This design comes from an exercise in tuning for small area and a short achievable clock period on the open sky130 flow, not from production work. Only simulation tests tie the RTL to the original design; equivalence was not proved. Power figures rest on the tool's default switching activity, not on a simulated workload.

JK:
==> flow/design.v <==
module bs4_encode (
    input  wire          clk,
    input  wire          rst,
    input  wire          in_valid,
    input  wire [1:0]    mode,
    input  wire [1023:0] x,
    input  wire [511:0]  rnd,
    output reg           out_valid,
    output reg  [7:0]    scale,
    output reg  [127:0]  codes
);
    reg  [895:0]  x_r;        
    reg  [511:0]  rnd_r;
    reg  [1:0]    mode_r;
    reg           valid_r;
    wire [1023:0] xq;         
    genvar i, b;
    generate
        for (i = 0; i < 32; i = i + 1) begin : g_in
            always @(posedge clk)
                x_r[28*i +: 28] <= {x[32*i+5 +: 27], |x[32*i +: 5]};
            assign xq[32*i +: 32] = {x_r[28*i+1 +: 27], 4'd0, x_r[28*i]};
        end
    endgenerate
    always @(posedge clk) begin
        if (rst)
            valid_r <= 1'b0;
        else
            valid_r <= in_valid;
        rnd_r  <= rnd;
        mode_r <= mode;
    end
    wire [31:0] nf_l;
    wire [31:0] gt_l;
    wire [3:0]  eh [0:31];
    wire [3:0]  el [0:31];
    generate
        for (i = 0; i < 32; i = i + 1) begin : g_key
            assign nf_l[i] = &xq[32*i+23 +: 8];
            assign gt_l[i] = xq[32*i+22] & (|xq[32*i +: 22]);
            assign eh[i]   = xq[32*i+27 +: 4];
            assign el[i]   = xq[32*i+23 +: 4];
        end
    endgenerate
    reg  [15:1] th_h;
    generate
        for (b = 1; b < 16; b = b + 1) begin : g_th
            wire [31:0] c;
            for (i = 0; i < 32; i = i + 1) begin : g_e
                assign c[i] = (x[32*i+27 +: 4] >= b);
            end
            always @(posedge clk)
                th_h[b] <= |c;
        end
    endgenerate
    wire [3:0] k_h = {th_h[8],
                      th_h[12] | (th_h[4] & ~th_h[8]),
                      th_h[14] | (th_h[10] & ~th_h[12]) | (th_h[6] & ~th_h[8]) | (th_h[2] & ~th_h[4]),
                      th_h[15] | (th_h[13] & ~th_h[14]) | (th_h[11] & ~th_h[12]) | (th_h[9] & ~th_h[10]) |
                      (th_h[7] & ~th_h[8]) | (th_h[5] & ~th_h[6]) | (th_h[3] & ~th_h[4]) | (th_h[1] & ~th_h[2])};
    wire [31:0] sel_h;
    generate
        for (i = 0; i < 32; i = i + 1) begin : g_selh
            assign sel_h[i] = (eh[i] == k_h);
        end
    endgenerate
    wire [31:0] alive [0:2];
    wire [3:0]  k_l;
    assign alive[2] = sel_h;
    generate
        for (b = 1; b >= 0; b = b - 1) begin : g_dig
            wire [31:0] t1, t2, t3;
            for (i = 0; i < 32; i = i + 1) begin : g_e
                wire [1:0] d = el[i][2*b +: 2];
                assign t1[i] = alive[b+1][i] & (d != 2'd0);
                assign t2[i] = alive[b+1][i] & d[1];
                assign t3[i] = alive[b+1][i] & (d == 2'd3);
            end
            wire m1 = |t1;
            wire m2 = |t2;
            wire m3 = |t3;
            assign k_l[2*b+1] = m2;
            assign k_l[2*b]   = m3 | (m1 & ~m2);
            assign alive[b] = m3 ? t3 : m2 ? t2 : m1 ? t1 : alive[b+1];
        end
    endgenerate
    wire [31:0] g_c = alive[0] & gt_l;
    wire [8:0] kmax = {k_h, k_l, |g_c};
    wire any_nf = |nf_l;
    wire [7:0] e_m  = kmax[8:1];
    wire       e_lo = ~|e_m[7:1];                       
    wire [7:0] ep   = e_lo ? 8'd2 : e_m;
    wire       gp   = kmax[0] & ~e_lo;
    wire [7:0] kc   = ep + {7'd0, gp};
    wire [7:0] s_fin = kc - 8'd2;
    wire [7:0] epp    = ep + 8'd1;
    wire [2:0] epp_hm1 = epp[7:5] - 3'd1;
    wire [127:0] code_c;
    wire [1:0]   mode_e = any_nf ? 2'd1 : mode_r;    
    wire         m_sr   = (mode_e == 2'd2);
    wire         m_ne   = (mode_e[1] == mode_e[0]);  
    generate
        for (i = 0; i < 32; i = i + 1) begin : g_elm
            e2m1_round u_el (
                .x    (xq[32*i +: 32]),
                .epp  (epp),
                .epp_hm1 (epp_hm1),
                .gp   (gp),
                .nf   (any_nf),
                .r    (rnd_r[16*i +: 16]),
                .m_sr (m_sr),
                .m_ne (m_ne),
                .code (code_c[4*i +: 4])
            );
        end
    endgenerate
    always @(posedge clk) begin
        if (rst)
            out_valid <= 1'b0;
        else
            out_valid <= valid_r;
        scale <= any_nf ? 8'hFF : s_fin;
        codes <= code_c;
    end
endmodule
module e2m1_round (
    input  wire [31:0] x,
    input  wire [7:0]  epp,
    input  wire [2:0]  epp_hm1,
    input  wire        gp,
    input  wire        nf,
    input  wire [15:0] r,
    input  wire        m_sr,
    input  wire        m_ne,
    output wire [3:0]  code
);
    wire        sx = x[31];
    wire [7:0]  ex = x[30:23];
    wire        h  = |ex;
    wire [23:0] w  = {h, x[22:0]};
    wire [7:0]  ee = {ex[7:1], ex[0] | ~h};       
    wire [5:0]  s5   = {1'b0, epp[4:0]} + {1'b0, ~ee[4:0]} + {5'd0, gp};
    wire        near = s5[5] ? (ee[7:5] == epp[7:5]) : (ee[7:5] == epp_hm1);
    wire [5:0]  lo   = {1'b0, s5[4:0]};
    wire [4:0]  dl   = lo[4:0];
    wire        d0 = near & (dl == 5'd0);
    wire        d1 = near & (dl == 5'd1);
    wire        d2 = near & (dl == 5'd2);
    wire        d3 = near & (dl == 5'd3);
    wire        d4 = near & (dl == 5'd4);
    wire        big = ~near | (dl > 5'd19);
    wire        ov = h & (dl[4:1] == 4'd0);
    wire [4:0]  sa = {dl[4:2], dl[1] | ov, dl[0] & ~ov};
    wire [19:0] win = big ? 20'd0 : (w[23:4] >> sa);
    wire [15:0] frac = win[15:0];
    wire [15:0] cg = frac & r;
    wire [15:0] cp = frac | r;
    wire [3:0]  gg, gq;
    genvar q;
    generate
        for (q = 0; q < 4; q = q + 1) begin : g_grp
            assign gg[q] = cg[4*q+3] | (cp[4*q+3] & cg[4*q+2]) |
                           (cp[4*q+3] & cp[4*q+2] & cg[4*q+1]) |
                           (cp[4*q+3] & cp[4*q+2] & cp[4*q+1] & cg[4*q]);
            assign gq[q] = &cp[4*q +: 4];
        end
    endgenerate
    wire sr_up = gg[3] | (gq[3] & gg[2]) | (gq[3] & gq[2] & gg[1]) |
                 (gq[3] & gq[2] & gq[1] & gg[0]);
    wire o19 = |w[19:0];
    wire o20 = o19 | w[20];
    wire o21 = o20 | w[21];
    wire o22 = o21 | w[22];
    wire rne_up = h ? ( ((d0 | d1 | d2) & w[21] & (o20 | w[22])) |
                        (d3 & w[22]) |
                        (d4 & o22) )
                    : ( (d1 & w[20] & (o19 | w[21])) |
                        (d2 & w[21] & (o20 | w[22])) |
                        (d3 & w[22] & o21) );
    wire up = (m_sr & sr_up) | (m_ne & rne_up);
    wire [2:0] base = nf ? 3'd0 :
                      h ? ( d0 ? {2'b11, w[22]} :
                            d1 ? {2'b10, w[22]} :
                            d2 ? {2'b01, w[22]} :
                            d3 ? 3'd1 : 3'd0 )
                        : ( d1 ? {1'b0, w[22], w[21]} :
                            d2 ? {2'b00, w[22]} : 3'd0 );
    wire [2:0] base1 = base + 3'd1;
    wire [2:0] mag = up ? base1 : base;
    assign code = {sx & ~nf, mag};
endmodule
export LEC_CHECK = 0
export ABC_AREA = 1
export CAP_MARGIN = 20
export CORE_AREA = 2 2 578 578
export CTS_CLUSTER_DIAMETER = 80
export CTS_CLUSTER_SIZE = 22
export DIE_AREA = 0 0 580 580
export PLACE_DENSITY = 0.6
export SLEW_MARGIN = 20
create_clock -name core_clock -period 50.0 [get_ports {clk}]
standard.sh (not shown) runs the stock make flow with config.mk's settings and CLKGATE_MAP_FILE= SYNTH_SCRIPT=/design/flow/synth_recipe.tcl, a recipe that flattens the netlist after the stock synthesis.
==> flow/flow/run.sh <==
#!/bin/bash
# Own layout flow:
#  1. the standard synthesis (standard.sh synth), unchanged;
#  2. the combinational logic of that netlist re-mapped by Yosys/ABC with
#     flow/remap.abc (the flip-flops are kept as they are, by name and cell);
#  3. the standard ORFS layout from that netlist, with the port buffers
#     made of the plain buf_1 cell.
# Each tool writes its full output to a log file in this folder.
set -euo pipefail
# repair_timing aims for this much setup slack (a period of about 11.5 ns)
MARGIN=38.5
R=orfs/results/${FLOW_PLATFORM}/bs4_encode/base
LIB=${FLOW_HOME}/platforms/${FLOW_PLATFORM}/lib/sky130_fd_sc_hd__tt_025C_1v80.lib

bash standard.sh synth > flow_synth.log 2>&1

python3 flow/gencells.py "$LIB" cells_model.v > flow_gencells.log 2>&1
DU=$(grep -A40 "DONT_USE_CELLS" ${FLOW_HOME}/platforms/${FLOW_PLATFORM}/config.mk | grep -o "sky130_fd_sc_hd__[a-z0-9_]*" | sed 's/^/-dont_use /' | tr '\n' ' ')
cp $R/1_2_yosys.v synth_standard.v
cat > remap.ys <<EOS
read_verilog cells_model.v
read_verilog synth_standard.v
hierarchy -top ${FLOW_TOP}
flatten
opt_clean -purge
techmap
opt -fast
abc -liberty $LIB $DU -script flow/remap.abc
opt_clean -purge
hilomap -singleton -hicell sky130_fd_sc_hd__conb_1 HI -locell sky130_fd_sc_hd__conb_1 LO
splitnets
opt_clean -purge
insbuf -buf sky130_fd_sc_hd__buf_4 A X
check
stat -liberty $LIB
write_verilog -noattr -nohex -nodec synth_remapped.v
EOS
yosys -s remap.ys > flow_remap.log 2>&1
cp synth_remapped.v $R/1_2_yosys.v
rm -f $R/1_synth.odb $R/1_synth.sdc

bash standard.sh 'BUFFER_PORTS_ARGS=-buffer_cell sky130_fd_sc_hd__buf_1' "SETUP_SLACK_MARGIN=${MARGIN}" finish > flow_layout.log 2>&1
Other scripts of this flow, unchanged in this note and not shown: flow/flow/gencells.py, flow/flow/remap.abc
JK finished all stages; the layout is clean.
Input changes introduced in MS (baseline for comparison: JK):
diff --git a/flow/design.v b/flow/design.v
--- a/flow/design.v
+++ b/flow/design.v
@@ -65,25 +65,25 @@
         end
     endgenerate
-    wire [31:0] alive [0:2];
-    wire [3:0]  k_l;
-    assign alive[2] = sel_h;
+    wire [15:1] th_l;
     generate
-        for (b = 1; b >= 0; b = b - 1) begin : g_dig
-            wire [31:0] t1, t2, t3;
+        for (b = 1; b < 16; b = b + 1) begin : g_tl
+            wire [31:0] c;
             for (i = 0; i < 32; i = i + 1) begin : g_e
-                wire [1:0] d = el[i][2*b +: 2];
-                assign t1[i] = alive[b+1][i] & (d != 2'd0);
-                assign t2[i] = alive[b+1][i] & d[1];
-                assign t3[i] = alive[b+1][i] & (d == 2'd3);
+                assign c[i] = sel_h[i] & (el[i] >= b);
             end
-            wire m1 = |t1;
-            wire m2 = |t2;
-            wire m3 = |t3;
-            assign k_l[2*b+1] = m2;
-            assign k_l[2*b]   = m3 | (m1 & ~m2);
-            assign alive[b] = m3 ? t3 : m2 ? t2 : m1 ? t1 : alive[b+1];
+            assign th_l[b] = |c;
         end
     endgenerate
-    wire [31:0] g_c = alive[0] & gt_l;
+    wire [3:0] k_l = {th_l[8],
+                      th_l[12] | (th_l[4] & ~th_l[8]),
+                      th_l[14] | (th_l[10] & ~th_l[12]) | (th_l[6] & ~th_l[8]) | (th_l[2] & ~th_l[4]),
+                      th_l[15] | (th_l[13] & ~th_l[14]) | (th_l[11] & ~th_l[12]) | (th_l[9] & ~th_l[10]) |
+                      (th_l[7] & ~th_l[8]) | (th_l[5] & ~th_l[6]) | (th_l[3] & ~th_l[4]) | (th_l[1] & ~th_l[2])};
+    wire [31:0] g_c;
+    generate
+        for (i = 0; i < 32; i = i + 1) begin : g_g
+            assign g_c[i] = sel_h[i] & (el[i] == k_l) & gt_l[i];
+        end
+    endgenerate
     wire [8:0] kmax = {k_h, k_l, |g_c};
     wire any_nf = |nf_l;
@@ -94,6 +94,6 @@
     wire [7:0] kc   = ep + {7'd0, gp};
     wire [7:0] s_fin = kc - 8'd2;
-    wire [7:0] epp    = ep + 8'd1;
-    wire [2:0] epp_hm1 = epp[7:5] - 3'd1;
+    wire [2:0] ep_hm1 = ep[7:5] - 3'd1;
+    wire [2:0] ep_hp1 = ep[7:5] + 3'd1;
     wire [127:0] code_c;
     wire [1:0]   mode_e = any_nf ? 2'd1 : mode_r;    
@@ -104,6 +104,7 @@
             e2m1_round u_el (
                 .x    (xq[32*i +: 32]),
-                .epp  (epp),
-                .epp_hm1 (epp_hm1),
+                .ep   (ep),
+                .ep_hm1 (ep_hm1),
+                .ep_hp1 (ep_hp1),
                 .gp   (gp),
                 .nf   (any_nf),
@@ -126,6 +127,7 @@
 module e2m1_round (
     input  wire [31:0] x,
-    input  wire [7:0]  epp,
-    input  wire [2:0]  epp_hm1,
+    input  wire [7:0]  ep,
+    input  wire [2:0]  ep_hm1,
+    input  wire [2:0]  ep_hp1,
     input  wire        gp,
     input  wire        nf,
@@ -140,7 +142,10 @@
     wire [23:0] w  = {h, x[22:0]};
     wire [7:0]  ee = {ex[7:1], ex[0] | ~h};       
-    wire [5:0]  s5   = {1'b0, epp[4:0]} + {1'b0, ~ee[4:0]} + {5'd0, gp};
-    wire        near = s5[5] ? (ee[7:5] == epp[7:5]) : (ee[7:5] == epp_hm1);
-    wire [5:0]  lo   = {1'b0, s5[4:0]};
+    wire [5:0]  nee  = 6'd32 - {1'b0, ee[4:0]};
+    wire [6:0]  t    = {2'd0, ep[4:0]} + {1'b0, nee} + {6'd0, gp};
+    wire        near = (t[6:5] == 2'd1 && ep[7:5] == ee[7:5]) ||
+                       (t[6:5] == 2'd0 && ep_hm1 == ee[7:5]) ||
+                       (t[6:5] == 2'd2 && ep_hp1 == ee[7:5]);
+    wire [5:0]  lo   = {1'b0, t[4:0]};
     wire [4:0]  dl   = lo[4:0];
     wire        d0 = near & (dl == 5'd0);
Notes after the runs:
- Summary of MS over JK: power after layout has decreased; combinational power has decreased.
- Of the two values seen for endpoint of the worst setup timing path, codes[98] was produced by JK and th_h[3] by MS.
- MS: count of plain and timing-repair buffers 662 below JK
- Higher worst path buffer plus inverter count was reported by JK, not MS.
- Comparing JK and MS, the lower clock network power share was measured on JK.

-- separate check: timing with driven ports --
Ports are ideal in the flow. The routed layouts listed here were re-timed in OpenROAD. Step 1: set_driving_cell puts a clkbuf_16 on clk and a buf_2 on each other input, an assumption about the parent block. Step 2, shift: input delay + t, output delay - t, t = (earliest + latest rising clock arrival at the registers) / 2. This alone moves slack from input paths to output paths. Slacks: ideal ports / drivers / drivers and shift; pairs: ideal ports / drivers.
run | t, ns | slack for setup (ns) | worst data-port slew with drivers (ns)
JK | 0.977 | 38.155 / 38.155 / 37.458 | 0.39
MS | 0.996 | 38.440 / 38.427 / 37.463 | 0.38
After both steps setup and hold are still met in every run listed. The setup slack of MS, which loses most, moves by -0.013 ns with the drivers and by -0.977 ns with both steps.
